Context: an optimization exercise on an open-source flow, tuned for small area. The choices shown serve that exercise and are no tape-out recipe.
Only simulation tests tie the RTL to the original design; equivalence was not proved.
No activity file was given, so power comes from the tool's default toggle rates.

--- flow/run.sh ---
#!/bin/bash
# The standard layout (standard.sh), except:
#  - synthesis is flow/synth.tcl: the standard synthesis with an area-recovering
#    ABC script (flow/abc.script) for the logic; registers are mapped as usual;
#  - the port buffers are plain buf_1 cells;
#  - the clock tree uses clkbuf_4 leaves and a clkbuf_8 root, no dummy loads.
# make's output goes to flow.log; ORFS keeps each step's log under orfs/logs/.
set -euo pipefail
here=$(pwd)
sed "s#SYNTH_SCRIPT=[^ ]*#SYNTH_SCRIPT=$here/flow/synth.tcl#" standard.sh > own_standard.sh
grep -q "SYNTH_SCRIPT=$here/flow/synth.tcl" own_standard.sh
bash own_standard.sh 'BUFFER_PORTS_ARGS=-buffer_cell sky130_fd_sc_hd__buf_1' \
  'CTS_ARGS=-sink_clustering_enable -repair_clock_nets -buf_list sky130_fd_sc_hd__clkbuf_4 -root_buf sky130_fd_sc_hd__clkbuf_8 -sink_clustering_size 8 -sink_clustering_max_diameter 50 -dont_use_dummy_load' \
  finish > flow.log 2>&1
--- flow/abc.script ---
strash
dch
map -a
strash
dch
map -a
topo
dnsize -c
--- flow/synth.tcl ---
# The standard synthesis (synth_recipe.tcl), except that ABC maps the logic
# with abc.script beside this file. Registers are mapped before ABC runs, by
# the standard steps, so they come out as in the standard synthesis.
set my_abc_script [file join [file dirname [file normalize [info script]]] abc.script]
proc synth {args} { yosys synth -nofsm -noshare {*}$args }
proc abc {args} {
  set i [lsearch -exact $args -script]
  if { $i >= 0 } { lset args [expr { $i + 1 }] $::my_abc_script }
  yosys abc {*}$args
}
source $::env(SCRIPTS_DIR)/synth.tcl
# left out here: clear keep_hierarchy, flatten, clean up, hide names made inside functions, write 1_2_yosys.v
--- standard.sh ---
#!/bin/bash
# synth_recipe.tcl (not shown) runs the flow's synth.tcl, then flattens the netlist and writes it again
# the make line also repeats each setting of config.mk as NAME=value (left out here)
make -C /OpenROAD-flow-scripts/flow DESIGN_CONFIG=/design/flow/config.mk WORK_HOME=/design/flow/orfs CLKGATE_MAP_FILE= SYNTH_SCRIPT=/design/flow/synth_recipe.tcl "${@:-finish}"
--- config.mk ---
export PLATFORM = sky130hd
export DESIGN_NAME = eave_curve
export DESIGN_NICKNAME = eave_curve
export VERILOG_FILES = /design/flow/design.v
export SDC_FILE = /design/flow/constraint.sdc
export NUM_CORES = 4
export LEC_CHECK = 0
export ABC_AREA = 1
export CAP_MARGIN = 20
export CORE_MARGIN = 2
export CORE_UTILIZATION = 40
export SLEW_MARGIN = 20
--- constraint.sdc ---
create_clock -name core_clock -period 20.0 [get_ports {clk}]
set_input_delay 4.0000 -clock core_clock [delete_from_list [all_inputs] [get_ports {clk}]]
set_output_delay 4.0000 -clock core_clock [all_outputs]
set_load 0.01 [all_outputs]
--- design.v ---
module eave_curve (
    input  wire         clk,
    input  wire         rst,         
    input  wire         tick,        
    input  wire [15:0]  i_ma,        
    input  wire         open_sw,     
    input  wire [1:0]   cool,        
    input  wire [255:0] mult,        
    input  wire [15:0]  iref,        
    input  wire [3:0]   acc_sel,     
    output reg          valid,       
    output reg          trip,
    output reg  [3:0]   point,
    output reg  [15:0]  over,        
    output reg  [28:0]  acc_rd       
);
    function [28:0] tmax;
        input [3:0] k;
        begin
            case (k)
                4'd0:  tmax = 29'd10       * 29'd32;
                4'd1:  tmax = 29'd25       * 29'd32;
                4'd2:  tmax = 29'd63       * 29'd32;
                4'd3:  tmax = 29'd158      * 29'd32;
                4'd4:  tmax = 29'd398      * 29'd32;
                4'd5:  tmax = 29'd1000     * 29'd32;
                4'd6:  tmax = 29'd2512     * 29'd32;
                4'd7:  tmax = 29'd6310     * 29'd32;
                4'd8:  tmax = 29'd15849    * 29'd32;
                4'd9:  tmax = 29'd39811    * 29'd32;
                4'd10: tmax = 29'd100000   * 29'd32;
                4'd11: tmax = 29'd251189   * 29'd32;
                4'd12: tmax = 29'd630957   * 29'd32;
                4'd13: tmax = 29'd1584893  * 29'd32;
                4'd14: tmax = 29'd3981072  * 29'd32;
                default: tmax = 29'd10000000 * 29'd32;
            endcase
        end
    endfunction
    function [23:0] tmax1;
        input [3:0] k;
        begin
            case (k)
                4'd0:    tmax1 = 24'd9;
                4'd1:    tmax1 = 24'd24;
                4'd2:    tmax1 = 24'd62;
                4'd3:    tmax1 = 24'd157;
                4'd4:    tmax1 = 24'd397;
                4'd5:    tmax1 = 24'd999;
                4'd6:    tmax1 = 24'd2511;
                4'd7:    tmax1 = 24'd6309;
                4'd8:    tmax1 = 24'd15848;
                4'd9:    tmax1 = 24'd39810;
                4'd10:   tmax1 = 24'd99999;
                4'd11:   tmax1 = 24'd251188;
                4'd12:   tmax1 = 24'd630956;
                4'd13:   tmax1 = 24'd1584892;
                4'd14:   tmax1 = 24'd3981071;
                default: tmax1 = 24'd9999999;
            endcase
        end
    endfunction
    function [16:0] dstep;           
        input [15:0] r;
        input        n;
        input [15:0] nd;
        reg   [16:0] t;
        reg   [15:0] s;
        reg          c;
        integer      i;
        begin
            t = {r, n};
            c = 1'b1;
            for (i = 0; i < 16; i = i + 1) begin
                s[i] = t[i] ^ nd[i] ^ c;
                c    = (t[i] & nd[i]) | (t[i] & c) | (nd[i] & c);
            end
            c = c | t[16];
            dstep = c ? {1'b1, s} : {1'b0, t[15:0]};
        end
    endfunction
    function ltc;
        input [15:0] a;
        input [15:0] b;
        input        ci;
        reg          c;
        integer      i;
        begin
            c = ci;
            for (i = 0; i < 16; i = i + 1)
                c = (b[i] & ~a[i]) | (b[i] & c) | (~a[i] & c);
            ltc = c;
        end
    endfunction
    reg  [3:0]  ph;          
    reg         clr;         
    reg         run;         
    reg  [4:0]  cnt;         
    reg         open_q;
    reg  [3:0]  sel_q;
    wire [3:0]  kc   = ~ph;                  
    wire        dv   = run & ~cnt[4] & ~cnt[3];      
    wire        act  = run & (cnt[4] | cnt[3]);      
    wire        last = cnt == 5'd23;
    always @(posedge clk) begin
        if (rst) begin
            ph    <= 4'd0;
            clr   <= 1'b1;
            run   <= 1'b0;
            valid <= 1'b0;
        end else begin
            ph    <= ph + 4'd1;
            if (ph == 4'd15) clr <= 1'b0;
            run   <= tick | (run & ~last);
            valid <= run & last;
        end
        cnt <= tick ? 5'd0 : cnt + 5'd1;
        if (tick) begin
            open_q <= open_sw;
            sel_q  <= acc_sel;
        end
    end
    wire [15:0] rem = acc_rd[15:0];
    reg  [15:0] quo;         
    reg         ovf;         
    reg         inz;         
    reg         rnz;         
    wire [15:0] niref = ~iref;
    wire [16:0] s1 = dstep(rem, quo[15], niref);
    wire [16:0] s2 = dstep(s1[15:0], quo[14], niref);
    always @(posedge clk) begin
        if (tick) begin
            quo <= {i_ma[3:0], 12'd0};
            ovf <= ~ltc({4'd0, i_ma[15:4]}, iref, 1'b0);
            inz <= |i_ma;
        end else if (dv) begin
            quo <= {quo[13:0], s1[16], s2[16]};
            rnz <= |s2[15:0];
        end
    end
    wire [28:0] head;
    wire [28:0] nw;
    wire        wr = act | clr | rst;
    wire m1_0 = ph[3:0] == 4'd0;
    wire m1_12 = ph[3:0] == 4'd12;
    wire m1_4 = ph[3:0] == 4'd4;
    wire m1_8 = ph[3:0] == 4'd8;
    wire m2_0 = ph[3:1] == 3'd0;
    wire m2_12 = ph[3:1] == 3'd6;
    wire m2_4 = ph[3:1] == 3'd2;
    wire m2_8 = ph[3:1] == 3'd4;
    wire m4_0 = ph[3:2] == 2'd0;
    wire m4_8 = ph[3:2] == 2'd2;
    wire m8_0 = ph[3:3] == 1'd0;
    reg  [15:0] r0_0;
    always @(posedge clk) r0_0 <= {r0_0[14:0], nw[0]};
    reg  [15:0] r1_0;
    always @(posedge clk) r1_0 <= {r1_0[14:0], nw[1]};
    reg  [15:0] r2_0;
    always @(posedge clk) r2_0 <= {r2_0[14:0], nw[2]};
    reg  [15:0] r3_0;
    always @(posedge clk) r3_0 <= {r3_0[14:0], nw[3]};
    reg  [15:0] r4_0;
    always @(posedge clk) r4_0 <= {r4_0[14:0], nw[4]};
    reg  [15:0] r5_0;
    always @(posedge clk) r5_0 <= {r5_0[14:0], nw[5]};
    reg  [15:0] r6_0;
    always @(posedge clk) r6_0 <= {r6_0[14:0], nw[6]};
    reg  [15:0] r7_0;
    always @(posedge clk) r7_0 <= {r7_0[14:0], nw[7]};
    reg  [15:0] r8_0;
    always @(posedge clk) r8_0 <= {r8_0[14:0], nw[8]};
    reg  [15:0] r9_0;
    always @(posedge clk) r9_0 <= {r9_0[14:0], nw[9]};
    reg  [7:0] r10_0;
    always @(posedge clk) r10_0 <= {r10_0[6:0], m8_0 ? nw[10] : r10_0[7]};
    reg  [3:0] r10_1;
    always @(posedge clk) r10_1 <= {r10_1[2:0], m4_8 ? nw[10] : r10_1[3]};
    reg  [1:0] r10_2;
    always @(posedge clk) r10_2 <= {r10_2[0:0], m2_12 ? nw[10] : r10_2[1]};
    reg  [7:0] r11_0;
    always @(posedge clk) r11_0 <= {r11_0[6:0], m8_0 ? nw[11] : r11_0[7]};
    reg  [3:0] r11_1;
    always @(posedge clk) r11_1 <= {r11_1[2:0], m4_8 ? nw[11] : r11_1[3]};
    reg  [0:0] r11_2;
    always @(posedge clk) r11_2 <= m1_12 ? nw[11] : r11_2[0];
    reg  [7:0] r12_0;
    always @(posedge clk) r12_0 <= {r12_0[6:0], m8_0 ? nw[12] : r12_0[7]};
    reg  [3:0] r12_1;
    always @(posedge clk) r12_1 <= {r12_1[2:0], m4_8 ? nw[12] : r12_1[3]};
    reg  [0:0] r12_2;
    always @(posedge clk) r12_2 <= m1_12 ? nw[12] : r12_2[0];
    reg  [7:0] r13_0;
    always @(posedge clk) r13_0 <= {r13_0[6:0], m8_0 ? nw[13] : r13_0[7]};
    reg  [3:0] r13_1;
    always @(posedge clk) r13_1 <= {r13_1[2:0], m4_8 ? nw[13] : r13_1[3]};
    reg  [7:0] r14_0;
    always @(posedge clk) r14_0 <= {r14_0[6:0], m8_0 ? nw[14] : r14_0[7]};
    reg  [3:0] r14_1;
    always @(posedge clk) r14_1 <= {r14_1[2:0], m4_8 ? nw[14] : r14_1[3]};
    reg  [7:0] r15_0;
    always @(posedge clk) r15_0 <= {r15_0[6:0], m8_0 ? nw[15] : r15_0[7]};
    reg  [1:0] r15_1;
    always @(posedge clk) r15_1 <= {r15_1[0:0], m2_8 ? nw[15] : r15_1[1]};
    reg  [7:0] r16_0;
    always @(posedge clk) r16_0 <= {r16_0[6:0], m8_0 ? nw[16] : r16_0[7]};
    reg  [1:0] r16_1;
    always @(posedge clk) r16_1 <= {r16_1[0:0], m2_8 ? nw[16] : r16_1[1]};
    reg  [7:0] r17_0;
    always @(posedge clk) r17_0 <= {r17_0[6:0], m8_0 ? nw[17] : r17_0[7]};
    reg  [0:0] r17_1;
    always @(posedge clk) r17_1 <= m1_8 ? nw[17] : r17_1[0];
    reg  [7:0] r18_0;
    always @(posedge clk) r18_0 <= {r18_0[6:0], m8_0 ? nw[18] : r18_0[7]};
    reg  [7:0] r19_0;
    always @(posedge clk) r19_0 <= {r19_0[6:0], m8_0 ? nw[19] : r19_0[7]};
    reg  [7:0] r20_0;
    always @(posedge clk) r20_0 <= {r20_0[6:0], m8_0 ? nw[20] : r20_0[7]};
    reg  [3:0] r21_0;
    always @(posedge clk) r21_0 <= {r21_0[2:0], m4_0 ? nw[21] : r21_0[3]};
    reg  [1:0] r21_1;
    always @(posedge clk) r21_1 <= {r21_1[0:0], m2_4 ? nw[21] : r21_1[1]};
    reg  [3:0] r22_0;
    always @(posedge clk) r22_0 <= {r22_0[2:0], m4_0 ? nw[22] : r22_0[3]};
    reg  [0:0] r22_1;
    always @(posedge clk) r22_1 <= m1_4 ? nw[22] : r22_1[0];
    reg  [3:0] r23_0;
    always @(posedge clk) r23_0 <= {r23_0[2:0], m4_0 ? nw[23] : r23_0[3]};
    reg  [3:0] r24_0;
    always @(posedge clk) r24_0 <= {r24_0[2:0], m4_0 ? nw[24] : r24_0[3]};
    reg  [3:0] r25_0;
    always @(posedge clk) r25_0 <= {r25_0[2:0], m4_0 ? nw[25] : r25_0[3]};
    reg  [1:0] r26_0;
    always @(posedge clk) r26_0 <= {r26_0[0:0], m2_0 ? nw[26] : r26_0[1]};
    reg  [0:0] r27_0;
    always @(posedge clk) r27_0 <= m1_0 ? nw[27] : r27_0[0];
    reg  [0:0] r28_0;
    always @(posedge clk) r28_0 <= m1_0 ? nw[28] : r28_0[0];
    assign head[0] = r0_0[15];
    assign head[1] = r1_0[15];
    assign head[2] = r2_0[15];
    assign head[3] = r3_0[15];
    assign head[4] = r4_0[15];
    assign head[5] = r5_0[15];
    assign head[6] = r6_0[15];
    assign head[7] = r7_0[15];
    assign head[8] = r8_0[15];
    assign head[9] = r9_0[15];
    assign head[10] = (r10_0[7] & m8_0) | (r10_1[3] & m4_8) | (r10_2[1] & m2_12);
    assign head[11] = (r11_0[7] & m8_0) | (r11_1[3] & m4_8) | (r11_2[0] & m1_12);
    assign head[12] = (r12_0[7] & m8_0) | (r12_1[3] & m4_8) | (r12_2[0] & m1_12);
    assign head[13] = (r13_0[7] & m8_0) | (r13_1[3] & m4_8);
    assign head[14] = (r14_0[7] & m8_0) | (r14_1[3] & m4_8);
    assign head[15] = (r15_0[7] & m8_0) | (r15_1[1] & m2_8);
    assign head[16] = (r16_0[7] & m8_0) | (r16_1[1] & m2_8);
    assign head[17] = (r17_0[7] & m8_0) | (r17_1[0] & m1_8);
    assign head[18] = (r18_0[7] & m8_0);
    assign head[19] = (r19_0[7] & m8_0);
    assign head[20] = (r20_0[7] & m8_0);
    assign head[21] = (r21_0[3] & m4_0) | (r21_1[1] & m2_4);
    assign head[22] = (r22_0[3] & m4_0) | (r22_1[0] & m1_4);
    assign head[23] = (r23_0[3] & m4_0);
    assign head[24] = (r24_0[3] & m4_0);
    assign head[25] = (r25_0[3] & m4_0);
    assign head[26] = (r26_0[1] & m2_0);
    assign head[27] = (r27_0[0] & m1_0);
    assign head[28] = (r28_0[0] & m1_0);
    wire [15:0] onehot = 16'd1 << kc;
    reg  [15:0] m_k;
    integer     mi, mj;
    always @* begin
        m_k = 16'd0;
        for (mj = 0; mj < 16; mj = mj + 1)
            for (mi = 0; mi < 16; mi = mi + 1)
                m_k[mi] = m_k[mi] | (onehot[mj] & mult[16*mj + mi]);
    end
    wire [28:0] t_k  = tmax(kc);
    wire [23:0] tk1  = tmax1(kc);
    reg  [5:0] cool_amt;
    always @* begin
        case (cool)
            2'd0: cool_amt = 6'd32;
            2'd1: cool_amt = 6'd16;
            2'd2: cool_amt = 6'd4;
            default: cool_amt = 6'd1;
        endcase
    end
    wire        ov   = act & inz & (ovf | ltc(m_k, quo, rnz)) & ~open_q;
    wire [5:0]  cool_e = act ? cool_amt : 6'd0;
    wire [5:0]  hl   = head[5:0];
    wire [22:0] hu   = head[28:6];
    reg  [5:0]  lo_dn;
    reg         bw_lo;
    reg  [22:0] u;
    reg         t;
    reg         sat;
    reg         cs;
    integer     i;
    always @* begin
        bw_lo = 1'b0;
        for (i = 0; i < 6; i = i + 1) begin
            lo_dn[i] = hl[i] ^ cool_e[i] ^ bw_lo;
            bw_lo    = (~hl[i] & cool_e[i]) | (~hl[i] & bw_lo) | (cool_e[i] & bw_lo);
        end
        t = ov ? hl[5] : bw_lo;
        for (i = 0; i < 23; i = i + 1) begin
            u[i] = hu[i] ^ t;
            t    = t & (hu[i] ^ ~ov);
        end
        cs  = 1'b1;
        for (i = 0; i < 24; i = i + 1)
            cs = (head[5+i] & ~tk1[i]) | (head[5+i] & cs) | (~tk1[i] & cs);
        sat = cs;
    end
    wire [5:0]  lo   = ov ? {~hl[5], hl[4:0]} : lo_dn;
    wire        kill = (act & open_q) | clr | rst | (~ov & t);
    assign nw = kill     ? 29'd0 :
                ov & sat ? t_k : {u, lo};
    wire hit = ov & sat;
    always @(posedge clk) begin
        if (tick) begin
            trip  <= 1'b0;
            point <= 4'd0;
        end else if (hit & (~trip | (kc < point))) begin
            trip  <= 1'b1;
            point <= kc;
        end
        if (act) over[kc] <= ov;
        if (tick)
            acc_rd[15:0] <= {4'd0, i_ma[15:4]};
        else if (dv)
            acc_rd[15:0] <= s2[15:0];
        else if (act & (kc == sel_q))
            acc_rd <= nw;
    end
endmodule
==> results of run 1 <==
## critical path: cells and delay by family
kind	cells	cell delay, ps
adders and majority gates	31	12230
and+or+nand+nor	5	1170
buffers and inverters	5	770
AOI/OAI and AO/OA	3	660
## through the flow
step	cells	util	area, µm²	power, W	setup slack [ps]
2_1_floorplan	1451	-	14400	0.00106	322
3_5_place_dp	2288	0.465	16600	0.00119	798
4_1_cts	2344	0.478	17000	0.00156	1390
6_report	2351	0.479	17000	0.00155	1440
3_3_place_gp	2288	0.465	16500	0.00119	915
5_1_grt	2350	0.478	17000	0.00164	725
## flip-flops by register name, summed over array words and instances (netlist names), 16 cells and up
signal,cells
r7_0,16
r4_0,16
r2_0,16
r8_0,16
r1_0,16
quo,16
acc_rd,29
r6_0,16
over,16
r9_0,16
r3_0,16
r5_0,16
r0_0,16
## layout by cell type (no fill, tap or decap), drive strengths merged, types with 22 or more instances in the layout
cell type / count
a221oi: 36
edfxtp: 59
o21ai: 92
nand3: 23
dfxtp: 331
clkbuf: 57
clkinv: 143
o22ai: 39
nand4: 22
nor2: 153
fa: 32
a22oi: 96
a21oi: 63
nand2: 222
buf: 375
## layout make-up
type                    count  share of cell area
multi-input cells         918               0.324
inverters                 143              0.0315
diodes                      7             0.00103
flip-flops and latches    390               0.493
clock buffers              56              0.0265
repair buffers            376              0.0892
well taps                 461              0.0339
## power by group through the flow
stage	Clock, W	Combinational [W]	Sequential (W)
after floorplan	0	0.000213	0.000850
after global placement	0	0.000336	0.000855
after detailed placement	0	0.000335	0.000854
after CTS	0.000392	0.000336	0.000836
after global routing	0.000425	0.000380	0.000839
final	0.000376	0.000338	0.000836
## path summary, 6_finish.rpt
check	endpoint	depth (start not counted)	slack (ps)	start
setup / recovery	rnz$_DFFE_PP_	44	1440	iref[0]
hold / removal	r2_0[4]$_DFF_P_	0	280	r2_0[3]$_DFF_P_
setup reg to reg	rnz$_DFFE_PP_	44	4570	quo[15]$_DFFE_PP_
hold reg to reg	r2_0[4]$_DFF_P_	0	280	r2_0[3]$_DFF_P_
## kinds of logic after synthesis
logic type / Yosys count / synth area share
buf+inv: 143 / 0.0372
xor+xnor: 14 / 0.00849
fa+ha+maj: 52 / 0.0617
simple gates: 459 / 0.130
flops: 390 / 0.582
mux: 1 / 0.000780
compound gates: 392 / 0.180
## routing by layer
layer  wire (µm)  up-vias
li1            -     6040
met2       24400      529
met3        4200       88
met4        1320        2
met1       24900     6143
met5           9        -
==> out/qor.csv, run 1 <==
stage,metric,value,unit
run_status,outcome,finished clean,
synthesis,unique cell type count in the Yosys netlist,41,
power,Switching Share,0.304,
clocking,H-tree levels,2,
synthesis,syn_nets,1801,
floorplanning,Initial Util,0.406,
worst_hold_path,Tightest Hold Check Type,reg2reg,
clocking,Clock Latency Late Sink,580,ps
placed_design,Post-DP HPWL,43000,µm
timing,RSZ-0062 raised after global routing,no,
synthesis,Post-synth EDFFs,59,
detailed_routing,overall routed net length,54800,µm
detailed_routing,Routed Antenna Nets,0,
detailed_routing,via/cell ratio,5.45,
power,Sequential Power Share,0.539,
global_route,GR peak layer,met2,
detailed_routing,vias,12800,
timing,Fin Setup TNS,0,ps
synthesis,Mapped Area,14400,µm²
critical_path,CP Capture Type,register,
timing,Post-Route Skew,81.6,ps
timing,hold_ws,280,ps
critical_path,CP startpoint kind,primary input,
clocking,Worst-path clk slew,90,ps
clocking,setup repair bufs after CTS,0,
floorplanning,row count,69,
power,Comb power frac,0.218,
job,max-cap violations,0,
global_route,vias in the first global route,12100,
final_layout,share of layout cells above drive strength 1,0.0526,
floorplanning,num ports,349,
synthesis,"top cells by count, synth","331 x dfxtp_1, 222 x nand2_1, 153 x nor2_1, 143 x clkinv_1, 96 x a22oi_1",
power,Switch Pwr,0.000471,W
final_layout,Seq. cell area,8400,µm²
global_route,met1 Resource Use GR,0.401,
global_route,initial antenna violation count,7,
synthesis,flop and latch count out of synthesis,390,
final_layout,Multi-input gate area,5520,µm²
critical_path,CP Class,in2reg,
synthesis,sequential element share of the synthesized area,0.582,
placed_design,Buffers on Ports,348,
clocking,Sinks on Clock Net,390,
floorplanning,Die Ht,194,µm
floorplanning,Core Area,35600,µm²
clocking,post_cts resized,0,
critical_path,CP Data Arrival Time,18850,ps
synthesis,synth top area cells,"dfxtp_1 46%, edfxtp_1 12%, nand2_1 5.8%",
clocking,root buffer cell,clkbuf_8,
global_route,M2 GR Usage,0.429,
global_route,M3 GR Usage,0.0644,
synthesis,Post-synth top flop,dfxtp_1,
critical_path,WP data required,20290,ps
clocking,CTS Buffer Depth,3,
global_route,first-pass GRT wire length,78500,µm
power,Pint,0.00108,W
critical_path,cell mode on critical path,fa_1,
timing,Max Transition Viols Final,0,
timing,Max-slew headroom,0.304,
synthesis,top-area cell type share of the netlist area,0.459,
timing,Tcrit/Tclk final,0.928,
timing,Setup-failing EPs final,0,
global_route,largest net degree at the start of global routing,35,
clocking,hold buffers post-CTS,0,
timing,fmax,53.9,MHz
final_layout,Filler cells,3585,
final_layout,Layout Nets,2235,
power,worst vdd ir,0.0696,mV
detailed_routing,initial DRC count,959,
timing,Hold Fails Final Rpt,0,
critical_path,crit-path max FO,32,
critical_path,"Slowest-stage cell, CP",fa_1,
power,leakage,6.19,nW
final_layout,Area Growth Syn to Fin,17.9,%
timing,Final Critical Period,18560,ps
placed_design,GP Congestion,1.02,
detailed_routing,router iterations before antenna repair,5,
floorplanning,Die Wd,194,µm
detailed_routing,DR WL/cell,23.3,µm
synthesis,Synth area leader,dfxtp_1,
power,clock power share,0.243,
detailed_routing,# DRC,0,
synthesis,Post-synth ARST share,0,
synthesis,Cells after Synth,1451,
global_route,global-route usage over all layers,0.282,
critical_path,crit-path max cell delay,450,ps
clocking,CTS tree,done,
timing,Slew @ Worst Pin,1020,ps
synthesis,Syn. warnings,1,
clocking,total CTS buffers,56,
power,Power Density,91.1,nW/µm²
synthesis,most frequent cell after synthesis,dfxtp_1,
synthesis,syn_area_per_cell,9.95,µm²
global_route,grt ovf,0,
floorplanning,Die Area,37600,µm²
==> inputs of run 2 (changes only) <==
--- a/flow/synth.tcl
+++ b/flow/synth.tcl
@@ -4,2 +4,4 @@
 set my_abc_script [file join [file dirname [file normalize [info script]]] abc.script]
+# No full-adder extraction: ABC maps the adders with the rest of the logic.
+set ::env(ADDER_MAP_FILE) ""
 proc synth {args} { yosys synth -nofsm -noshare {*}$args }
==> out/qor.csv, run 2 <==
stage,metric,value,unit,change
critical_path,"Slowest-stage cell, CP",nand2_1,,was fa_1
detailed_routing,initial DRC count,1124,,was 959
synthesis,Post-synth EDFFs,59,,unchanged
critical_path,CP Class,in2reg,,unchanged
critical_path,CP Capture Type,register,,unchanged
global_route,first-pass GRT wire length,76000,µm,was 78500 µm
synthesis,Post-synth ARST share,0,,unchanged
final_layout,max reg flops,29,,unchanged
final_layout,Layout Nets,2281,,was 2235
final_layout,Filler cells,3540,,was 3585
detailed_routing,DR WL/cell,21.1,µm,was 23.3 µm
synthesis,Cells after Synth,1554,,was 1451
clocking,hold buffers post-CTS,0,,unchanged
floorplanning,row count,69,,unchanged
detailed_routing,via/cell ratio,5.45,,about the same
critical_path,crit path buf inv count,7,,was 5
timing,Tcrit/Tclk final,0.595,,was 0.928
clocking,root buffer cell,clkbuf_8,,unchanged
clocking,setup repair bufs after CTS,0,,unchanged
global_route,vias in the first global route,12500,,was 12100
critical_path,WP data required,20300,ps,was 20290 ps
critical_path,CP Data Arrival Time,12210,ps,was 18850 ps
timing,Final Critical Period,11900,ps,was 18560 ps
timing,Slew @ Worst Pin,1110,ps,was 1020 ps
synthesis,"top cells by count, synth","331 x dfxtp_1, 268 x nand2_1, 166 x nor2_1, 158 x clkinv_1",,"was 331 x dfxtp_1, 222 x nand2_1, 153 x nor2_1, 143 x clkinv_1, 96 x a22oi_1"
timing,Max-slew headroom,0.260,,was 0.304
placed_design,Post-DP HPWL,40200,µm,was 43000 µm
floorplanning,num ports,349,,unchanged
floorplanning,Die Area,37300,µm²,was 37600 µm²
critical_path,crit-path max cell delay,640,ps,was 450 ps
global_route,grt ovf,0,,unchanged
global_route,initial antenna violation count,2,,was 7
global_route,largest net degree at the start of global routing,35,,unchanged
final_layout,"commonest non-fill, non-tap cell in the layout",buf_1,,unchanged
power,worst vdd ir,0.0519,mV,was 0.0696 mV
clocking,H-tree levels,2,,unchanged
power,Power Density,96.5,nW/µm²,was 91.1 nW/µm²
clocking,Sinks on Clock Net,390,,unchanged
detailed_routing,# DRC,0,,unchanged
timing,Post-Route Skew,58.2,ps,was 81.6 ps
critical_path,cell mode on critical path,nand2_1,,was fa_1
placed_design,GP Congestion,1.02,,about the same
detailed_routing,Routed Antenna Nets,0,,unchanged
worst_hold_path,Tightest Hold Check Type,reg2reg,,unchanged
floorplanning,Die Wd,193,µm,was 194 µm
final_layout,most frequent cells in the layout,"348 x buf_1, 331 x dfxtp_1, 268 x nand2_1",,"was 347 x buf_1, 331 x dfxtp_1, 222 x nand2_1"
critical_path,CP startpoint kind,primary input,,unchanged
synthesis,sequential element share of the synthesized area,0.586,,was 0.582
synthesis,Syn. warnings,1,,unchanged
synthesis,synth top area cells,"dfxtp_1 46%, edfxtp_1 12%, nand2_1 7.0%",,"was dfxtp_1 46%, edfxtp_1 12%, nand2_1 5.8%"
power,leakage,6.12,nW,was 6.19 nW
final_layout,Area Growth Syn to Fin,17.7,%,was 17.9%
timing,fmax,84.0,MHz,was 53.9 MHz
clocking,CTS tree,done,,unchanged
clocking,post_cts resized,0,,unchanged
clocking,Clock Latency Late Sink,580,ps,about the same
timing,RSZ-0062 raised after global routing,no,,unchanged
global_route,global-route usage over all layers,0.266,,was 0.282
timing,Max Transition Viols Final,0,,unchanged
final_layout,Top reg by flops,acc_rd,,unchanged
synthesis,Post-synth top flop,dfxtp_1,,unchanged
synthesis,syn_area_per_cell,9.22,µm²,was 9.95 µm²
timing,hold_ws,276,ps,was 280 ps
detailed_routing,router iterations before antenna repair,6,,was 5
run_status,outcome,finished clean,,unchanged
synthesis,most frequent cell after synthesis,dfxtp_1,,unchanged
synthesis,flop and latch count out of synthesis,390,,unchanged
synthesis,Synth area leader,dfxtp_1,,unchanged
synthesis,syn_nets,1852,,was 1801
synthesis,unique cell type count in the Yosys netlist,38,,was 41
clocking,Worst-path clk slew,90,ps,about the same
detailed_routing,vias,13300,,was 12800
final_layout,share of layout cells above drive strength 1,0.0525,,was 0.0526
timing,Setup-failing EPs final,0,,unchanged
floorplanning,Initial Util,0.405,,was 0.406
job,max-cap violations,0,,unchanged
timing,Hold Fails Final Rpt,0,,unchanged
synthesis,Mapped Area,14300,µm²,was 14400 µm²
placed_design,Buffers on Ports,348,,unchanged
critical_path,CP top delay family,simple AND/OR/NAND/NOR gates,,was adder cells
clocking,CTS Buffer Depth,3,,unchanged
floorplanning,Die Ht,193,µm,was 194 µm
clocking,total CTS buffers,56,,unchanged
timing,Fin Setup TNS,0,ps,unchanged
synthesis,top-area cell type share of the netlist area,0.463,,was 0.459
floorplanning,Core Area,35400,µm²,was 35600 µm²
critical_path,crit-path max FO,25,,was 32
detailed_routing,overall routed net length,51500,µm,was 54800 µm
[run 2: cell count changes after synthesis, sizes merged, moves of 11 or more]
cell / previous run / this run
o21ai: 92 / 119
xor2: 9 / 31
nor2: 153 / 166
nand2: 222 / 268
clkinv: 143 / 158
ha: 20 / 0
fa: 32 / 0
nand3: 23 / 34
a22oi: 96 / 119
[run 2: cells by family after synthesis]
| kind of cell | after synthesis | synth area share |
|---|---|---|
| buffers and inverters | 158 | 0.0414 |
| DFF | 390 | 0.586 |
| AOI/OAI and AO/OA | 426 | 0.191 |
| xor gates and xnor gates | 41 | 0.0251 |
| and+or+nand+nor | 535 | 0.154 |
| muxes | 4 | 0.00288 |
[run 2: area by class of cell]
cell class | count | area [µm²] | share of cell area
flip-flops and latches | 390 | 8400 | 0.498
multi-input cells | 1006 | 5360 | 0.318
repair buffers | 371 | 1480 | 0.0877
inverters | 158 | 593 | 0.0352
well taps | 461 | 577 | 0.0342
clock buffers | 56 | 452 | 0.0268
diodes | 1 | 2.50 | 0.000148
[run 2: routing by layer]
| metal | global-route usage | vias up | share of wire |
|---|---|---|---|
| met5 | 0 | - | 0 |
| met4 | 0.0789 | 0 | 0.024 |
| met3 | 0.0795 | 86 | 0.10 |
| met2 | 0.387 | 691 | 0.42 |
| met1 | 0.380 | 6222 | 0.45 |
| li1 | - | 6321 | - |
[run 2: metrics by stage]
stage                     cells  power, W  cell area [µm²]  setup slack (ps)  utilization
after floorplan            1554   0.00113            14300              9550            -
after global placement     2386   0.00126            16400              7710        0.463
after detailed placement   2386   0.00126            16400              7670        0.463
after CTS                  2442   0.00164            16800              8280        0.476
after global routing       2443   0.00173            16900              6980        0.476
final                      2443   0.00163            16900              8100        0.476
[run 2: final timing paths]
kind,startpoint,end,slack [ps],cells after the start
worst max register to register,ph[2]$_SDFF_PP0_,acc_rd[10]$_DFFE_PP_,8790,53
worst max-delay path,iref[0],rnz$_DFFE_PP_,8100,52
worst min-delay path,r16_0[0]$_DFF_P_,r16_0[1]$_DFF_P_,280,0
worst min register to register,r16_0[0]$_DFF_P_,r16_0[1]$_DFF_P_,280,0
[run 2: power by group]
part           switching [W]  total (W)  internal, W  leakage, nW
clock network       0.000237   0.000378     0.000141        0.271
logic               0.000278   0.000418     0.000140         2.61
registers          0.0000182   0.000831     0.000813         3.24
total               0.000533    0.00163      0.00109         6.12
==> inputs of run 3 (changes only) <==
--- a/flow/run.sh
+++ b/flow/run.sh
@@ -2,4 +2,5 @@
 # The standard layout (standard.sh), except:
-#  - synthesis is flow/synth.tcl: the standard synthesis with an area-recovering
-#    ABC script (flow/abc.script) for the logic; registers are mapped as usual;
+#  - synthesis is flow/synth.tcl: the standard synthesis without full-adder
+#    extraction and with an area-recovering ABC script (flow/abc.script) for
+#    the logic; registers are mapped as usual;
 #  - the port buffers are plain buf_1 cells;
--- a/config.mk
+++ b/config.mk
@@ -11,2 +11,3 @@
 export CORE_UTILIZATION = 40
+export GPL_TIMING_DRIVEN = 0
 export SLEW_MARGIN = 20
==> out/qor.csv, run 3 <==
stage,metric,value,unit,change
timing,Fin Setup TNS,0,ps,unchanged
critical_path,WP data required,20280,ps,was 20300 ps
clocking,root buffer cell,clkbuf_8,,unchanged
worst_hold_path,hold depth,0,,unchanged
worst_hold_path,Worst Hold End,r16_0[1]$_DFF_P_,,unchanged
synthesis,Synth area leader,dfxtp_1,,unchanged
final_layout,fin cells,2436,,was 2443
floorplanning,Die Ht,193,µm,unchanged
job,max-cap violations,0,,unchanged
clocking,CTS tree,done,,unchanged
clocking,Worst-path clk slew,80,ps,was 90 ps
worst_hold_path,hold_sp,r16_0[0]$_DFF_P_,,unchanged
synthesis,top-area cell type share of the netlist area,0.463,,unchanged
placed_design,GP Congestion,0.993,,was 1.02
detailed_routing,router iterations before antenna repair,6,,unchanged
clocking,setup repair bufs after CTS,0,,unchanged
clocking,Sinks on Clock Net,390,,unchanged
timing,Final Critical Period,12720,ps,was 11900 ps
final_layout,max reg flops,29,,unchanged
clocking,total CTS buffers,57,,was 56
critical_path,reg2reg start,ph[3]$_SDFF_PP0_,,was ph[2]$_SDFF_PP0_
timing,Max-slew headroom,0.259,,was 0.260
final_layout,fin util,0.478,,was 0.476
detailed_routing,# DRC,0,,unchanged
synthesis,syn_nets,1852,,unchanged
detailed_routing,Routed Antenna Nets,0,,unchanged
global_route,largest net degree at the start of global routing,35,,unchanged
detailed_routing,DR WL/cell,20.7,µm,was 21.1 µm
clocking,Clock Latency Late Sink,560,ps,was 580 ps
run_status,outcome,finished clean,,unchanged
synthesis,synth top area cells,"dfxtp_1 46%, edfxtp_1 12%, nand2_1 7.0%",,unchanged
critical_path,CP startpoint kind,register,,was primary input
critical_path,flop-to-flop setup slack,7280,ps,was 8790 ps
global_route,grt ovf,0,,unchanged
final_layout,share of layout cells above drive strength 1,0.0558,,was 0.0525
timing,Hold Fails Final Rpt,0,,unchanged
detailed_routing,via/cell ratio,5.39,,was 5.45
final_layout,most frequent cells in the layout,"347 x buf_1, 330 x dfxtp_1, 267 x nand2_1",,"was 348 x buf_1, 331 x dfxtp_1, 268 x nand2_1"
detailed_routing,vias,13100,,was 13300
critical_path,cell mode on critical path,nand2_1,,unchanged
global_route,vias in the first global route,12400,,was 12500
power,Power Density,95.8,nW/µm²,was 96.5 nW/µm²
placed_design,cell count after placement,2376,,was 2386
timing,Setup-failing EPs final,0,,unchanged
synthesis,sequential element share of the synthesized area,0.586,,unchanged
clocking,post_cts resized,0,,unchanged
critical_path,CP Data Arrival Time,13000,ps,was 12210 ps
placed_design,Post-DP HPWL,39100,µm,was 40200 µm
clocking,CTS Buffer Depth,3,,unchanged
final_layout,Layout Nets,2272,,was 2281
synthesis,Post-synth EDFFs,59,,unchanged
critical_path,"Slowest-stage cell, CP",clkinv_1,,was nand2_1
global_route,first-pass GRT wire length,74200,µm,was 76000 µm
final_layout,Filler cells,3581,,was 3540
global_route,initial antenna violation count,7,,was 2
final_layout,"commonest non-fill, non-tap cell in the layout",buf_1,,unchanged
floorplanning,row count,69,,unchanged
final_layout,Top reg by flops,acc_rd,,unchanged
clocking,hold buffers post-CTS,0,,unchanged
global_route,global-route usage over all layers,0.260,,was 0.266
timing,post-layout worst setup margin,7280,ps,was 8100 ps
synthesis,Mapped Area,14300,µm²,unchanged
clocking,H-tree levels,2,,unchanged
critical_path,Reg2Reg Depth,51,,was 53
timing,Max Transition Viols Final,0,,unchanged
timing,Slew @ Worst Pin,1110,ps,about the same
timing,Tcrit/Tclk final,0.636,,was 0.595
power,total power,0.00162,W,was 0.00163 W
critical_path,crit-path max cell delay,880,ps,was 640 ps
placed_design,Buffers on Ports,348,,unchanged
synthesis,flop and latch count out of synthesis,390,,unchanged
timing,Post-Route Skew,56.8,ps,was 58.2 ps
floorplanning,Die Area,37300,µm²,unchanged
worst_hold_path,Tightest Hold Check Type,reg2reg,,unchanged
synthesis,syn_area_per_cell,9.22,µm²,unchanged
critical_path,CP Class,reg2reg,,was in2reg
synthesis,"top cells by count, synth","331 x dfxtp_1, 268 x nand2_1, 166 x nor2_1, 158 x clkinv_1",,unchanged
floorplanning,Core Area,35400,µm²,unchanged
critical_path,CP Capture Type,register,,unchanged
synthesis,unique cell type count in the Yosys netlist,38,,unchanged
floorplanning,Die Wd,193,µm,unchanged
floorplanning,num ports,349,,unchanged
timing,RSZ-0062 raised after global routing,no,,unchanged
timing,fmax,78.6,MHz,was 84.0 MHz
floorplanning,Initial Util,0.405,,unchanged
detailed_routing,initial DRC count,1164,,was 1124
placed_design,Place WS,6730,ps,was 7670 ps
critical_path,CP top delay family,simple AND/OR/NAND/NOR gates,,unchanged
synthesis,Post-synth top flop,dfxtp_1,,unchanged
power,leakage,6.10,nW,was 6.12 nW
synthesis,Syn. warnings,1,,unchanged
critical_path,crit path buf inv count,10,,was 7
detailed_routing,overall routed net length,50300,µm,was 51500 µm
critical_path,crit-path max FO,34,,was 25
synthesis,most frequent cell after synthesis,dfxtp_1,,unchanged
power,worst vdd ir,0.0532,mV,was 0.0519 mV
critical_path,RR Endpoint,acc_rd[10]$_DFFE_PP_,,unchanged
synthesis,Post-synth ARST share,0,,unchanged
final_layout,Area Growth Syn to Fin,18.2,%,was 17.7%
synthesis,Cells after Synth,1554,,unchanged
-- run 3: cell type report --
type                            count  area (µm²)  share of cell area
Sequential cell                   390        8400               0.496
Timing Repair Buffer              361        1490              0.0881
Antenna cell                        3        7.51            0.000443
Tap cell                          461         577              0.0341
Clock buffer                       57         459              0.0271
Multi-Input combinational cell   1006        5410               0.319
Inverter                          158         593              0.0350
-- run 3: kinds of logic (layout without fill, tap and decap cells) --
kind of cell    Yosys count  count (layout)  synth area share
mux                       4               4           0.00288
other cells               0               3                 0
simple gates            535             535             0.154
compound gates          426             426             0.191
buf+inv                 158             576            0.0414
flops                   390             390             0.586
xor+xnor                 41              41            0.0251
-- run 3: metal layers --
| metal | vias up | wire length, µm | share of wire | track usage |
|---|---|---|---|---|
| li1 | 6311 | - | - | - |
| met1 | 6118 | 22900 | 0.46 | 0.373 |
| met2 | 604 | 21500 | 0.43 | 0.384 |
| met3 | 79 | 4820 | 0.096 | 0.0730 |
| met4 | 6 | 1070 | 0.021 | 0.0690 |
| met5 | - | 46 | 0.00091 | 0 |
-- run 3: where the power goes --
| group | internal (W) | total [W] | switching (W) |
|---|---|---|---|
| Sequential | 0.000813 | 0.000828 | 0.0000153 |
| Combinational | 0.000140 | 0.000411 | 0.000271 |
| Clock | 0.000143 | 0.000383 | 0.000240 |
-- run 3: worst max path at each step --
stage	from	endpoint	slack, ps	cells after the start
finish	ph[3]$_SDFF_PP0_	acc_rd[10]$_DFFE_PP_	7280	51
global route	ph[3]$_SDFF_PP0_	acc_rd[10]$_DFFE_PP_	6150	51
CTS	ph[3]$_SDFF_PP0_	acc_rd[10]$_DFFE_PP_	7090	51
detailed placement	mult[17]	acc_rd[10]$_DFFE_PP_	6730	48
global placement	ph[3]$_SDFF_PP0_	acc_rd[10]$_DFFE_PP_	5530	49
floorplan	mult[17]	acc_rd[10]$_DFFE_PP_	9550	47
-- run 3: metrics by stage --
step	hold WS (ps)	area (µm²)
floorplan	310	14300
global placement	310	16200
detailed placement	312	16500
CTS	280	16900
global route	267	16900
finish	276	16900
==> inputs of run 4 (changes only) <==
--- a/config.mk
+++ b/config.mk
@@ -11,3 +11,2 @@
 export CORE_UTILIZATION = 40
-export GPL_TIMING_DRIVEN = 0
 export SLEW_MARGIN = 20
==> out/qor.csv, run 4 <==
stage,metric,value,unit,change
floorplanning,num ports,349,,unchanged
final_layout,max reg flops,29,,unchanged
clocking,setup repair bufs after CTS,0,,unchanged
detailed_routing,vias,13300,,was 13100
synthesis,top-area cell type share of the netlist area,0.463,,unchanged
critical_path,CP top delay family,simple AND/OR/NAND/NOR gates,,unchanged
synthesis,sequential element share of the synthesized area,0.586,,unchanged
synthesis,Synth area leader,dfxtp_1,,unchanged
placed_design,Post-DP HPWL,40200,µm,was 39100 µm
critical_path,reg2reg start,ph[2]$_SDFF_PP0_,,was ph[3]$_SDFF_PP0_
timing,Max-slew headroom,0.260,,was 0.259
detailed_routing,via/cell ratio,5.45,,was 5.39
floorplanning,Core Area,35400,µm²,unchanged
timing,Fin Setup TNS,0,ps,unchanged
critical_path,CP Data Arrival Time,12210,ps,was 13000 ps
placed_design,Place WS,7670,ps,was 6730 ps
power,leakage,6.12,nW,was 6.10 nW
critical_path,crit-path max FO,25,,was 34
timing,Slew @ Worst Pin,1110,ps,about the same
clocking,root buffer cell,clkbuf_8,,unchanged
worst_hold_path,Tightest Hold Check Type,reg2reg,,unchanged
timing,Setup-failing EPs final,0,,unchanged
global_route,global-route usage over all layers,0.266,,was 0.260
job,max-cap violations,0,,unchanged
synthesis,"top cells by count, synth","331 x dfxtp_1, 268 x nand2_1, 166 x nor2_1, 158 x clkinv_1",,unchanged
synthesis,most frequent cell after synthesis,dfxtp_1,,unchanged
critical_path,cell mode on critical path,nand2_1,,unchanged
placed_design,cell count after placement,2386,,was 2376
detailed_routing,# DRC,0,,unchanged
floorplanning,Die Wd,193,µm,unchanged
synthesis,Syn. warnings,1,,unchanged
critical_path,CP Capture Type,register,,unchanged
timing,Final Critical Period,11900,ps,was 12720 ps
timing,Post-Route Skew,58.2,ps,was 56.8 ps
final_layout,most frequent cells in the layout,"348 x buf_1, 331 x dfxtp_1, 268 x nand2_1",,"was 347 x buf_1, 330 x dfxtp_1, 267 x nand2_1"
final_layout,share of layout cells above drive strength 1,0.0525,,was 0.0558
clocking,CTS Buffer Depth,3,,unchanged
worst_hold_path,hold depth,0,,unchanged
clocking,Clock Latency Late Sink,580,ps,was 560 ps
critical_path,CP Class,in2reg,,was reg2reg
timing,RSZ-0062 raised after global routing,no,,unchanged
critical_path,CP startpoint kind,primary input,,was register
critical_path,flop-to-flop setup slack,8790,ps,was 7280 ps
detailed_routing,router iterations before antenna repair,6,,unchanged
global_route,vias in the first global route,12500,,was 12400
power,worst vdd ir,0.0519,mV,was 0.0532 mV
run_status,outcome,finished clean,,unchanged
timing,Max Transition Viols Final,0,,unchanged
placed_design,Buffers on Ports,348,,unchanged
synthesis,syn_area_per_cell,9.22,µm²,unchanged
clocking,hold buffers post-CTS,0,,unchanged
clocking,Worst-path clk slew,90,ps,was 80 ps
synthesis,flop and latch count out of synthesis,390,,unchanged
floorplanning,Die Ht,193,µm,unchanged
synthesis,synth top area cells,"dfxtp_1 46%, edfxtp_1 12%, nand2_1 7.0%",,unchanged
global_route,grt ovf,0,,unchanged
critical_path,"Slowest-stage cell, CP",nand2_1,,was clkinv_1
critical_path,crit-path max cell delay,640,ps,was 880 ps
final_layout,"commonest non-fill, non-tap cell in the layout",buf_1,,unchanged
worst_hold_path,hold_sp,r16_0[0]$_DFF_P_,,unchanged
synthesis,Cells after Synth,1554,,unchanged
detailed_routing,initial DRC count,1124,,was 1164
floorplanning,Die Area,37300,µm²,unchanged
detailed_routing,DR WL/cell,21.1,µm,was 20.7 µm
final_layout,Top reg by flops,acc_rd,,unchanged
synthesis,Post-synth EDFFs,59,,unchanged
synthesis,syn_nets,1852,,unchanged
floorplanning,row count,69,,unchanged
detailed_routing,Routed Antenna Nets,0,,unchanged
timing,Tcrit/Tclk final,0.595,,was 0.636
timing,hold_ws,276,ps,about the same
synthesis,unique cell type count in the Yosys netlist,38,,unchanged
critical_path,RR Endpoint,acc_rd[10]$_DFFE_PP_,,unchanged
critical_path,WP data required,20300,ps,was 20280 ps
floorplanning,Initial Util,0.405,,unchanged
synthesis,Mapped Area,14300,µm²,unchanged
synthesis,Post-synth ARST share,0,,unchanged
critical_path,crit path buf inv count,7,,was 10
global_route,initial antenna violation count,2,,was 7
timing,fmax,84.0,MHz,was 78.6 MHz
placed_design,GP Congestion,1.02,,was 0.993
power,total power,0.00163,W,was 0.00162 W
timing,post-layout worst setup margin,8100,ps,was 7280 ps
clocking,Sinks on Clock Net,390,,unchanged
detailed_routing,overall routed net length,51500,µm,was 50300 µm
clocking,total CTS buffers,56,,was 57
global_route,first-pass GRT wire length,76000,µm,was 74200 µm
final_layout,Layout Nets,2281,,was 2272
clocking,H-tree levels,2,,unchanged
power,Power Density,96.5,nW/µm²,was 95.8 nW/µm²
worst_hold_path,Worst Hold End,r16_0[1]$_DFF_P_,,unchanged
critical_path,Reg2Reg Depth,53,,was 51
clocking,post_cts resized,0,,unchanged
synthesis,Post-synth top flop,dfxtp_1,,unchanged
final_layout,fin cells,2443,,was 2436
global_route,largest net degree at the start of global routing,35,,unchanged
clocking,CTS tree,done,,unchanged
final_layout,Area Growth Syn to Fin,17.7,%,was 18.2%
timing,Hold Fails Final Rpt,0,,unchanged
==> run 4: cell types whose count changed in the layout (fill, tap and decap cells not counted), sizes merged <==
cell / delta
buf: +10
diode: -2
clkbuf: -1
==> run 4: area by class of cell <==
class | instances | area, µm²
fill | 3540 | 18500
sequential | 390 | 8400
multi-input combinational | 1006 | 5360
timing repair buffer | 371 | 1480
inverter | 158 | 593
tap | 461 | 577
clock buffer | 56 | 452
antenna | 1 | 2.50
==> run 4: through the flow <==
stage                      util  area, µm²
after detailed placement  0.463      16400
after CTS                 0.476      16800
after global routing      0.476      16900
after floorplan               -      14300
final                     0.476      16900
after global placement    0.463      16400
==> run 4: power breakdown <==
part	internal, W	total (W)	switching (W)	leakage, nW
logic	0.000140	0.000418	0.000278	2.61
registers	0.000813	0.000831	0.0000182	3.24
clock network	0.000141	0.000378	0.000237	0.271
==> run 4: worst max path at each step <==
stage	depth (start not counted)	slack, ps	end	from
after floorplan	47	9550	acc_rd[10]$_DFFE_PP_	mult[17]
after CTS	52	8280	rnz$_DFFE_PP_	iref[0]
final	52	8100	rnz$_DFFE_PP_	iref[0]
after detailed placement	52	7670	rnz$_DFFE_PP_	iref[0]
after global placement	52	7710	rnz$_DFFE_PP_	iref[0]
after global routing	52	6980	rnz$_DFFE_PP_	iref[0]
==> run 4: logic make-up (layout without fill, tap and decap cells) <==
kind of cell              after synthesis  in the layout  share of synthesized area
buffers and inverters                 158            585                     0.0414
and+or+nand+nor                       535            535                      0.154
other                                   0              1                          0
DFF                                   390            390                      0.586
xor gates and xnor gates               41             41                     0.0251
muxes                                   4              4                    0.00288
AOI/OAI and AO/OA                     426            426                      0.191
==> run 4: routing by layer <==
layer / wire [µm] / vias to the layer above / GRT usage
met5: 0 / - / 0
met4: 1220 / 0 / 0.0789
met3: 5300 / 86 / 0.0795
met2: 21900 / 691 / 0.387
met1: 23100 / 6222 / 0.380
li1: - / 6321 / -
==> inputs of run 5 (changes only) <==
--- a/config.mk
+++ b/config.mk
@@ -10,3 +10,3 @@
 export CORE_MARGIN = 2
-export CORE_UTILIZATION = 40
+export CORE_UTILIZATION = 60
 export SLEW_MARGIN = 20
==> out/qor.csv, run 5 <==
stage,metric,value,unit,change
run_status,outcome,finished clean,,unchanged
timing,Setup-failing EPs final,0,,unchanged
final_layout,Final Instance Area,16700,µm²,was 16900 µm²
clocking,total CTS buffers,56,,unchanged
synthesis,Post-synth EDFFs,59,,unchanged
detailed_routing,via/cell ratio,6.13,,was 5.45
synthesis,Mapped Area,14300,µm²,unchanged
floorplanning,Die Ht,159,µm,was 193 µm
timing,hold_ws,273,ps,was 276 ps
global_route,vias in the first global route,12700,,was 12500
clocking,CTS tree,done,,unchanged
critical_path,WP data required,20270,ps,was 20300 ps
clocking,Worst-path clk slew,90,ps,about the same
timing,Final Critical Period,12040,ps,was 11900 ps
synthesis,syn_area_per_cell,9.22,µm²,unchanged
critical_path,CP Class,in2reg,,unchanged
clocking,CTS Buffer Depth,3,,unchanged
floorplanning,num ports,349,,unchanged
timing,Tcrit/Tclk final,0.602,,was 0.595
timing,Post-Route Skew,80.2,ps,was 58.2 ps
detailed_routing,# DRC,0,,unchanged
power,worst vdd ir,0.0727,mV,was 0.0519 mV
floorplanning,Initial Util,0.610,,was 0.405
timing,Hold Fails Final Rpt,0,,unchanged
critical_path,crit-path max cell delay,640,ps,about the same
synthesis,top-area cell type share of the netlist area,0.463,,unchanged
critical_path,CP startpoint kind,primary input,,unchanged
synthesis,syn_nets,1852,,unchanged
synthesis,Cells after Synth,1554,,unchanged
power,Power Density,97.6,nW/µm²,was 96.5 nW/µm²
critical_path,CP Capture Type,register,,unchanged
detailed_routing,Routed Antenna Nets,0,,unchanged
clocking,setup repair bufs after CTS,0,,unchanged
detailed_routing,initial DRC count,1834,,was 1124
power,Switch Pwr,0.000534,W,was 0.000533 W
final_layout,share of layout cells above drive strength 1,0.0530,,was 0.0525
clocking,root buffer cell,clkbuf_8,,unchanged
synthesis,synth top area cells,"dfxtp_1 46%, edfxtp_1 12%, nand2_1 7.0%",,unchanged
global_route,initial antenna violation count,13,,was 2
synthesis,post-synthesis xor/xnor area fraction,0.0251,,unchanged
power,Pint,0.00110,W,was 0.00109 W
synthesis,largest family of logic cells by synthesized area,compound AO/OA/AOI/OAI gates,,unchanged
detailed_routing,overall routed net length,52600,µm,was 51500 µm
power,Switching Share,0.328,,about the same
floorplanning,Die Area,25100,µm²,was 37300 µm²
worst_hold_path,Tightest Hold Check Type,reg2reg,,unchanged
synthesis,sequential element share of the synthesized area,0.586,,unchanged
synthesis,most frequent cell after synthesis,dfxtp_1,,unchanged
placed_design,GP Congestion,1.06,,was 1.02
clocking,Sinks on Clock Net,390,,unchanged
final_layout,fin cells,2311,,was 2443
synthesis,flop and latch count out of synthesis,390,,unchanged
critical_path,CP Data Arrival Time,12310,ps,was 12210 ps
floorplanning,Die Wd,159,µm,was 193 µm
final_layout,most frequent cells in the layout,"348 x buf_1, 331 x dfxtp_1, 268 x nand2_1",,unchanged
power,clock power share,0.234,,was 0.232
timing,Fin Setup TNS,0,ps,unchanged
power,leakage,6.13,nW,was 6.12 nW
timing,fmax,83.1,MHz,was 84.0 MHz
synthesis,Post-synth top flop,dfxtp_1,,unchanged
synthesis,post-synthesis mux area share,0.00288,,unchanged
job,max-cap violations,0,,unchanged
final_layout,Area Growth Syn to Fin,16.6,%,was 17.7%
timing,RSZ-0062 raised after global routing,no,,unchanged
global_route,grt ovf,0,,unchanged
detailed_routing,vias,14200,,was 13300
synthesis,Synth Area in Compound Gates,0.191,,unchanged
synthesis,Adder-Cell Fraction of Synth Area,0,,unchanged
clocking,Clock Latency Late Sink,590,ps,was 580 ps
placed_design,DP Area,16200,µm²,was 16400 µm²
global_route,largest net degree at the start of global routing,34,,was 35
floorplanning,row count,56,,was 69
clocking,hold buffers post-CTS,0,,unchanged
final_layout,Layout Nets,2282,,was 2281
placed_design,cell count after placement,2245,,was 2386
detailed_routing,router iterations before antenna repair,6,,unchanged
placed_design,Post-DP HPWL,39700,µm,was 40200 µm
final_layout,max reg flops,29,,unchanged
timing,Max-slew headroom,0.331,,was 0.260
synthesis,Syn. warnings,1,,unchanged
synthesis,"top cells by count, synth","331 x dfxtp_1, 268 x nand2_1, 166 x nor2_1, 158 x clkinv_1",,unchanged
floorplanning,Core Area,23500,µm²,was 35400 µm²
timing,Slew @ Worst Pin,1000,ps,was 1110 ps
critical_path,cell mode on critical path,nand2_1,,unchanged
synthesis,Synth area leader,dfxtp_1,,unchanged
global_route,global-route usage over all layers,0.402,,was 0.266
timing,Max Transition Viols Final,0,,unchanged
placed_design,Buffers on Ports,348,,unchanged
clocking,H-tree levels,2,,unchanged
global_route,first-pass GRT wire length,73600,µm,was 76000 µm
critical_path,crit-path max FO,27,,was 25
detailed_routing,DR WL/cell,22.8,µm,was 21.1 µm
synthesis,Post-synth ARST share,0,,unchanged
synthesis,Simple-Gate Fraction of Synth Area,0.154,,unchanged
final_layout,"commonest non-fill, non-tap cell in the layout",buf_1,,unchanged
final_layout,fin util,0.712,,was 0.476
final_layout,Top reg by flops,acc_rd,,unchanged
synthesis,unique cell type count in the Yosys netlist,38,,unchanged
critical_path,"Slowest-stage cell, CP",clkinv_1,,was nand2_1
power,Sequential Power Share,0.510,,was 0.511
clocking,post_cts resized,0,,unchanged
power,Comb power frac,0.256,,was 0.257
run 5: worst max-delay path: cells and delay by family:
| family | cells | cell delay (ps) |
|---|---|---|
| and+or+nand+nor | 19 | 3100 |
| AOI/OAI and AO/OA | 20 | 3010 |
| buffers and inverters | 10 | 2170 |
run 5: area by class of cell:
cell class                 instances  area [µm²]
inverter                         158         593
timing repair buffer             372        1490
sequential                       390        8400
tap                              319         399
multi-input combinational       1006        5350
clock buffer                      56         452
antenna                           10        25.0
fill                            1858        6770
run 5: logic make-up (layout without fill, tap and decap cells):
logic type                Yosys count  after routing
xor gates and xnor gates           41             41
other                               0             10
AOI/OAI and AO/OA                 426            426
DFF                               390            390
buffers and inverters             158            586
muxes                               4              4
and+or+nand+nor                   535            535
run 5: routing by layer:
metal,track usage,vias to the layer above,wire (µm)
met5,0.0600,-,282
met4,0.212,14,3030
met3,0.164,232,7410
met2,0.582,1157,22100
met1,0.509,6425,19800
li1,-,6330,-
run 5: worst paths after layout:
check / startpoint / end / slack (ps) / cells past startpoint
worst max-delay path: mult[17] / acc_rd[10]$_DFFE_PP_ / 7960 / 49
worst min-delay path: r9_0[7]$_DFF_P_ / r9_0[8]$_DFF_P_ / 270 / 0
worst max register to register: ph[1]$_SDFF_PP0_ / acc_rd[10]$_DFFE_PP_ / 8700 / 49
worst min register to register: r9_0[7]$_DFF_P_ / r9_0[8]$_DFF_P_ / 270 / 0
run 5: stage by stage:
stage / setup slack (ps) / total power [W]
after floorplan: 9550 / 0.00113
after global placement: 8100 / 0.00124
after detailed placement: 7750 / 0.00125
after CTS: 8280 / 0.00162
after global routing: 7180 / 0.00171
final: 7960 / 0.00163
run 5: power groups by stage:
stage | clock network (W) | registers (W) | logic, W
6_report | 0.000382 | 0.000831 | 0.000417
3_3_place_gp | 0 | 0.000848 | 0.000396
3_5_place_dp | 0 | 0.000847 | 0.000404
2_1_floorplan | 0 | 0.000845 | 0.000280
4_1_cts | 0.000387 | 0.000830 | 0.000406
5_1_grt | 0.000419 | 0.000833 | 0.000462
==> inputs of run 6 (changes only) <==
--- a/flow/run.sh
+++ b/flow/run.sh
@@ -13,3 +13,3 @@
 bash own_standard.sh 'BUFFER_PORTS_ARGS=-buffer_cell sky130_fd_sc_hd__buf_1' \
-  'CTS_ARGS=-sink_clustering_enable -repair_clock_nets -buf_list sky130_fd_sc_hd__clkbuf_4 -root_buf sky130_fd_sc_hd__clkbuf_8 -sink_clustering_size 8 -sink_clustering_max_diameter 50 -dont_use_dummy_load' \
+  'CTS_ARGS=-sink_clustering_enable -repair_clock_nets -buf_list sky130_fd_sc_hd__clkbuf_4 -root_buf sky130_fd_sc_hd__clkbuf_8 -sink_clustering_size 10 -sink_clustering_max_diameter 60 -dont_use_dummy_load' \
   finish > flow.log 2>&1
--- a/config.mk
+++ b/config.mk
@@ -10,3 +10,3 @@
 export CORE_MARGIN = 2
-export CORE_UTILIZATION = 60
+export CORE_UTILIZATION = 40
 export SLEW_MARGIN = 20
==> out/qor.csv, run 6 <==
stage,metric,value,unit,change
run_status,outcome,finished clean,,unchanged
placed_design,Place WS,7670,ps,was 7750 ps
clocking,Clock Latency Late Sink,580,ps,was 590 ps
final_layout,fin cells,2433,,was 2311
synthesis,Synth area leader,dfxtp_1,,unchanged
critical_path,CP Capture Type,register,,unchanged
critical_path,cell mode on critical path,nand2_1,,unchanged
timing,Max-slew headroom,0.274,,was 0.331
placed_design,GP Congestion,1.02,,was 1.06
detailed_routing,initial DRC count,1194,,was 1834
final_layout,most frequent cells in the layout,"348 x buf_1, 331 x dfxtp_1, 268 x nand2_1",,unchanged
global_route,global-route usage over all layers,0.265,,was 0.402
synthesis,"top cells by count, synth","331 x dfxtp_1, 268 x nand2_1, 166 x nor2_1, 158 x clkinv_1",,unchanged
clocking,total CTS buffers,46,,was 56
worst_hold_path,Tightest Hold Check Type,reg2reg,,unchanged
synthesis,Cells after Synth,1554,,unchanged
synthesis,synth top area cells,"dfxtp_1 46%, edfxtp_1 12%, nand2_1 7.0%",,unchanged
timing,Post-Route Skew,82.0,ps,was 80.2 ps
critical_path,RR Endpoint,acc_rd[10]$_DFFE_PP_,,unchanged
power,total power,0.00160,W,was 0.00163 W
synthesis,syn_area_per_cell,9.22,µm²,unchanged
critical_path,CP startpoint kind,primary input,,unchanged
timing,RSZ-0062 raised after global routing,no,,unchanged
global_route,grt ovf,0,,unchanged
placed_design,Post-DP HPWL,40200,µm,was 39700 µm
floorplanning,row count,69,,was 56
critical_path,Reg2Reg Depth,53,,was 49
final_layout,Filler cells,3543,,was 1858
power,worst vdd ir,0.0546,mV,was 0.0727 mV
synthesis,Mapped Area,14300,µm²,unchanged
synthesis,Post-synth ARST share,0,,unchanged
global_route,first-pass GRT wire length,75400,µm,was 73600 µm
floorplanning,Die Ht,193,µm,was 159 µm
clocking,CTS tree,done,,unchanged
clocking,root buffer cell,clkbuf_8,,unchanged
worst_hold_path,hold depth,0,,unchanged
clocking,Worst-path clk slew,110,ps,was 90 ps
floorplanning,Die Area,37300,µm²,was 25100 µm²
detailed_routing,# DRC,0,,unchanged
global_route,initial antenna violation count,2,,was 13
clocking,hold buffers post-CTS,0,,unchanged
floorplanning,Die Wd,193,µm,was 159 µm
floorplanning,num ports,349,,unchanged
detailed_routing,Routed Antenna Nets,0,,unchanged
synthesis,syn_nets,1852,,unchanged
clocking,H-tree levels,2,,unchanged
timing,fmax,84.5,MHz,was 83.1 MHz
synthesis,most frequent cell after synthesis,dfxtp_1,,unchanged
synthesis,unique cell type count in the Yosys netlist,38,,unchanged
power,leakage,6.07,nW,was 6.13 nW
final_layout,max reg flops,29,,unchanged
synthesis,sequential element share of the synthesized area,0.586,,unchanged
final_layout,Area Growth Syn to Fin,17.1,%,was 16.6%
critical_path,crit-path max FO,25,,was 27
detailed_routing,via/cell ratio,5.47,,was 6.13
clocking,Sinks on Clock Net,390,,unchanged
synthesis,Syn. warnings,1,,unchanged
critical_path,flop-to-flop setup slack,8690,ps,was 8700 ps
power,Power Density,95.2,nW/µm²,was 97.6 nW/µm²
clocking,post_cts resized,0,,unchanged
detailed_routing,DR WL/cell,21.1,µm,was 22.8 µm
detailed_routing,overall routed net length,51300,µm,was 52600 µm
synthesis,Post-synth EDFFs,59,,unchanged
timing,Setup-failing EPs final,0,,unchanged
floorplanning,Initial Util,0.405,,was 0.610
final_layout,"commonest non-fill, non-tap cell in the layout",buf_1,,unchanged
critical_path,"Slowest-stage cell, CP",nand2_1,,was clkinv_1
critical_path,reg2reg start,ph[2]$_SDFF_PP0_,,was ph[1]$_SDFF_PP0_
critical_path,CP Data Arrival Time,12150,ps,was 12310 ps
worst_hold_path,hold_sp,r8_0[12]$_DFF_P_,,was r9_0[7]$_DFF_P_
timing,Slew @ Worst Pin,1090,ps,was 1000 ps
timing,post-layout worst setup margin,8160,ps,was 7960 ps
synthesis,top-area cell type share of the netlist area,0.463,,unchanged
job,max-cap violations,0,,unchanged
timing,Hold Fails Final Rpt,0,,unchanged
detailed_routing,router iterations before antenna repair,5,,was 6
worst_hold_path,Worst Hold End,r8_0[13]$_DFF_P_,,was r9_0[8]$_DFF_P_
clocking,CTS Buffer Depth,3,,unchanged
timing,Final Critical Period,11840,ps,was 12040 ps
placed_design,cell count after placement,2386,,was 2245
detailed_routing,vias,13300,,was 14200
placed_design,Buffers on Ports,348,,unchanged
global_route,vias in the first global route,12300,,was 12700
final_layout,fin util,0.474,,was 0.712
final_layout,Layout Nets,2271,,was 2282
synthesis,Post-synth top flop,dfxtp_1,,unchanged
global_route,largest net degree at the start of global routing,35,,was 34
timing,Tcrit/Tclk final,0.592,,was 0.602
critical_path,crit-path max cell delay,660,ps,was 640 ps
final_layout,Top reg by flops,acc_rd,,unchanged
final_layout,share of layout cells above drive strength 1,0.0477,,was 0.0530
timing,Fin Setup TNS,0,ps,unchanged
floorplanning,Core Area,35400,µm²,was 23500 µm²
synthesis,flop and latch count out of synthesis,390,,unchanged
critical_path,WP data required,20310,ps,was 20270 ps
timing,Max Transition Viols Final,0,,unchanged
critical_path,CP Class,in2reg,,unchanged
clocking,setup repair bufs after CTS,0,,unchanged
run 6: worst max path at each step:
stage | startpoint | to | slack (ps)
2_1_floorplan | mult[17] | acc_rd[10]$_DFFE_PP_ | 9550
3_3_place_gp | iref[0] | rnz$_DFFE_PP_ | 7710
3_5_place_dp | iref[0] | rnz$_DFFE_PP_ | 7670
4_1_cts | iref[0] | rnz$_DFFE_PP_ | 8280
5_1_grt | iref[0] | rnz$_DFFE_PP_ | 6970
6_report | iref[0] | rnz$_DFFE_PP_ | 8160
run 6: report_power, final:
group | total (W) | switching (W) | internal (W)
registers | 0.000832 | 0.0000186 | 0.000813
logic | 0.000418 | 0.000277 | 0.000140
clock network | 0.000348 | 0.000230 | 0.000118
total | 0.00160 | 0.000526 | 0.00107
run 6: kinds of logic (layout without fill, tap and decap cells):
group                     Yosys count  in the layout  synth area share
muxes                               4              4           0.00288
DFF                               390            390             0.586
other                               0              1                 0
buffers and inverters             158            575            0.0414
and+or+nand+nor                   535            535             0.154
AOI/OAI and AO/OA                 426            426             0.191
xor gates and xnor gates           41             41            0.0251
run 6: layout make-up:
class | instances | area, µm² | area share
timing repair buffer | 371 | 1480 | 0.0881
inverter | 158 | 593 | 0.0353
sequential | 390 | 8400 | 0.500
multi-input combinational | 1006 | 5360 | 0.319
antenna | 1 | 2.50 | 0.000149
tap | 461 | 577 | 0.0344
clock buffer | 46 | 377 | 0.0224
run 6: layer usage:
layer  GRT usage  routed length, µm  up-vias
met1       0.384              23300     6223
met5           0                  0        -
met3      0.0715               5040       98
met2       0.386              21700      688
met4      0.0732               1310        0
li1            -                  -     6291
run 6: worst max-delay path: cells and delay by family:
family,cells,cell delay [ps]
AOI/OAI and AO/OA,14,2990
buffers and inverters,7,1350
and+or+nand+nor,31,3810
run 6: through the flow:
stage	cell area, µm²	hold slack (ps)
floorplan	14300	310
global placement	16400	310
detailed placement	16400	312
CTS	16800	297
global route	16800	299
finish	16800	298

## what the ideal ports hide
The results above use ideal ports. As a check the final layouts listed here were re-extracted and re-timed, cells and wires unchanged. Step 1 (the two cells are an assumption about what drives the block):
set clk [get_ports {clk}]
set_driving_cell -lib_cell sky130_fd_sc_hd__clkbuf_16 $clk
set_driving_cell -lib_cell sky130_fd_sc_hd__buf_2 [delete_from_list [all_inputs] $clk]
Step 2 times the ports against the registers' clock, not the clock port: input delays grow and output delays shrink by t, the midpoint of the rising clock arrivals with the driver on. Slacks: ideal / step 1 / step 2; pairs: ideal / step 1.
| run | t, ns | setup slack, ns | hold WS [ns] | slew at the worst register clock pin (ns) |
|---|---|---|---|---|
| run 1 | 0.591 | 1.437 / 1.462 / 0.871 | 0.280 / 0.280 / 0.280 | 0.10 / 0.10 |
| run 2 | 0.600 | 8.097 / 8.117 / 7.517 | 0.276 / 0.276 / 0.276 | 0.10 / 0.10 |
| run 3 | 0.589 | 7.280 / 7.280 / 7.045 | 0.276 / 0.276 / 0.276 | 0.10 / 0.10 |
| run 4 | 0.600 | 8.097 / 8.117 / 7.517 | 0.276 / 0.276 / 0.276 | 0.10 / 0.10 |
| run 5 | 0.587 | 7.960 / 7.979 / 7.392 | 0.273 / 0.273 / 0.273 | 0.11 / 0.11 |
| run 6 | 0.594 | 8.163 / 8.182 / 7.588 | 0.298 / 0.298 / 0.298 | 0.12 / 0.12 |
After both steps setup and hold are still met in every run listed.
